This design comes from an exercise in tuning for small area, a short achievable clock period and few clock cycles per item on the open sky130 flow, not from production work. The RTL was checked by simulation tests, not by an equivalence proof against the original design.

## job 101
// aes256_enc
module aes256_enc (
    input  wire         clk,
    input  wire         rst,         
    input  wire         in_valid,
    output wire         in_ready,
    input  wire [255:0] key,
    input  wire [127:0] block_in,
    output wire         out_valid,
    input  wire         out_ready,
    output wire [127:0] block_out
);
Size: about 6,100 cells after synthesis, ~1,200 flip-flops.
export LEC_CHECK = 0
export CAP_MARGIN = 20
export CORE_MARGIN = 2
export CORE_UTILIZATION = 35
export CTS_CLUSTER_DIAMETER = 60
export CTS_CLUSTER_SIZE = 20
export SETUP_SLACK_MARGIN = 2.6
export SLEW_MARGIN = 20
export TNS_END_PERCENT = 5
create_clock -name core_clock -period 6.0 [get_ports {clk}]
standard.sh (not shown) runs the stock make flow with config.mk's settings and CLKGATE_MAP_FILE= SYNTH_SCRIPT=/design/flow/synth_recipe.tcl, a recipe that flattens the netlist after the stock synthesis.
==> flow/flow/run.sh <==
#!/bin/bash
# Layout flow: the standard flow (standard.sh: ORFS synthesis,
# floorplan, placement, CTS, routing and finish) with two changes:
#  1. Synthesis is the standard flow's own (synth_recipe.tcl), except that ABC maps the
#     logic with flow/abc.script, an area-oriented mapping (&nf with the
#     delay constraint relaxed), instead of ORFS's abc_speed.script, which
#     maps for the least delay (see flow/synth.tcl).
#  2. Global placement gives every input and output port a buffer of the
#     platform's smallest buffer cell, sky130_fd_sc_hd__buf_1, instead of the
#     resizer's default choice. Later repair may resize it.
# make's output goes to standard.log; each ORFS step keeps its own log under
# orfs/logs/.
set -euo pipefail
cd "$(dirname "$0")/.."
W=$PWD
export MY_ABC_SCRIPT=$W/flow/abc.script
export FLOW_SYNTH_TCL=$W/synth_recipe.tcl
export BUFFER_PORTS_ARGS="-buffer_cell sky130_fd_sc_hd__buf_1"
sed -E "s#'?SYNTH_SCRIPT=[^ ']*'?#SYNTH_SCRIPT=$W/flow/synth.tcl#" standard.sh > own_standard.sh
grep -q "SYNTH_SCRIPT=$W/flow/synth.tcl" own_standard.sh
bash own_standard.sh finish > standard.log 2>&1
==> flow/flow/abc.script <==
&get -n
&st
&dch
&nf -R 1000 -p
&put
buffer -c
topo
dnsize -c
==> flow/flow/synth.tcl <==
# The standard flow's own synthesis (synth_recipe.tcl in the work folder, which sources
# ORFS's synth.tcl), with one change: ABC maps the logic with the script
# named by MY_ABC_SCRIPT (flow/abc.script) in place of ORFS's
# abc_speed.script. Flip-flops are mapped before ABC runs, so the registers
# are those of the standard synthesis.
proc abc {args} {
  set i [lsearch -exact $args -script]
  if {$i >= 0} {
    lset args [expr {$i + 1}] $::env(MY_ABC_SCRIPT)
  }
  yosys abc {*}$args
}
source $::env(FLOW_SYNTH_TCL)
Testbench counts of job 101, summed over its fixed seeds: cycles 28,712, items 2,048.
Inputs modified between job 101 and job 102:
--- a/flow/flow/abc.script
+++ b/flow/flow/abc.script
@@ -6,3 +6,5 @@
 buffer -c
 topo
+stime -c
+upsize -c
 dnsize -c
--- a/flow/config.mk
+++ b/flow/config.mk
@@ -11,5 +11,6 @@
 export CTS_CLUSTER_DIAMETER = 60
 export CTS_CLUSTER_SIZE = 20
+export PLACE_DENSITY = 0.75
 export SETUP_SLACK_MARGIN = 2.6
 export SLEW_MARGIN = 20
-export TNS_END_PERCENT = 5
+export TNS_END_PERCENT = 0
Notes after the runs:
- Comparing job 102 and job 101, the higher final worst-path cycle share was measured on job 101.
- The higher final net count of job 102 and job 101 is in job 101.
- Job 102 ended up with obuf[73] as its endpoint of the worst setup timing path; job 101 ended up with obuf[30].

---

Another version of the RTL of aes256_enc (not shown whole).
Size in the first run: roughly 6,200 cells after synthesis, roughly 1,200 flip-flops, about 520 I/O pins, ~63,000 sq um of cells after synthesis.
// aes256_enc
module aes256_enc (
    input  wire         clk,
    input  wire         rst,         
    input  wire         in_valid,
    output wire         in_ready,
    input  wire [255:0] key,
    input  wire [127:0] block_in,
    output wire         out_valid,
    input  wire         out_ready,
    output wire [127:0] block_out
);
clock: 6.0 ns
lec_check: 0
cap_margin: 20
core_margin: 2
core_utilization: 35
cts_cluster_diameter: 60
cts_cluster_size: 20
place_density: 0.75
setup_slack_margin: 3.7
slew_margin: 20
tns_end_percent: 0
==> flow/flow/abc.script <==
&get -n
&st
&dch
&nf -R 1000 -p
&put
buffer -c
topo
stime -c
upsize -c
dnsize -c
Scripts as last shown in full above: flow/flow/run.sh, flow/flow/synth.tcl
Testbench counts at the start, summed over its fixed seeds: cycles 28,712, items 2,048.
==> next run, changes <==
--- a/flow/config.mk
+++ b/flow/config.mk
@@ -14 +14 @@
-export SETUP_SLACK_MARGIN = 3.7
+export SETUP_SLACK_MARGIN = 2.9
=> The changed run finished clean; setup slack is worse by 0.21 ns; die area is unchanged; worst hold slack is worse by 0.0046 ns; sequential share of layout area increases by 0.95 points; register-to-register slack is worse by 0.21 ns; cell area decreases by 3.4%; cell count decreases by 1.4%; core utilization decreases by 1.5 points.
==> next run, changes <==
--- a/flow/config.mk
+++ b/flow/config.mk
@@ -14 +14 @@
-export SETUP_SLACK_MARGIN = 2.9
+export SETUP_SLACK_MARGIN = 4.0
=> Die area stays the same. Cell area rose by about 3.5%. Non-clock buffer count rises by 134. Critical path depth went up by 4. Setup slack gets better by 0.21 ns. Cell count is higher by about 1.4%.
==> next run, changes <==
--- a/flow/config.mk
+++ b/flow/config.mk
@@ -13,2 +13 @@
-export PLACE_DENSITY = 0.75
-export SETUP_SLACK_MARGIN = 4.0
+export SETUP_SLACK_MARGIN = 2.6
What happened: Setup slack degrades by 0.32 ns. Synthesized cell count stays the same. Final area fell by 7.6%. Sequential share of layout area is higher by 2.2 points. Clock-buffer cell count goes up by 1. Register-to-register slack gets worse by 0.32 ns. Global-route usage went down by 0.37 points. Via count came out lower by 5.0%.

==> port drivers added, routing unchanged <==
Ports are ideal in the flow. The routed layouts listed here were re-timed in OpenROAD. Step 1 sets driving cells, clkbuf_16 on the clock port and buf_2 on the other inputs (assumed; they add their load-dependent delay and slew). Step 2, shift: input delay + t, output delay - t, t = (earliest + latest rising clock arrival at the registers) / 2. This alone moves slack from input paths to output paths. a / b / c = ideal ports / drivers / drivers and shift; a / b = the first two.
| run | shift t [ns] | setup WS [ns] | worst slew at a driven data input, ns |
|---|---|---|---|
| job 101 | 0.824 | 2.290 / 2.290 / 2.290 | 0.17 |
| job 102 | 0.821 | 2.425 / 2.425 / 2.425 | 0.17 |
| the first run of note 2 | 0.822 | 2.856 / 2.856 / 2.856 | 0.13 |
| the second run of note 2 | 0.824 | 2.651 / 2.651 / 2.651 | 0.10 |
| the third run of note 2 | 0.822 | 2.856 / 2.856 / 2.856 | 0.13 |
| the fourth run of note 2 | 0.842 | 2.537 / 2.537 / 2.537 | 0.20 |
After both steps every run listed still meets setup and hold.
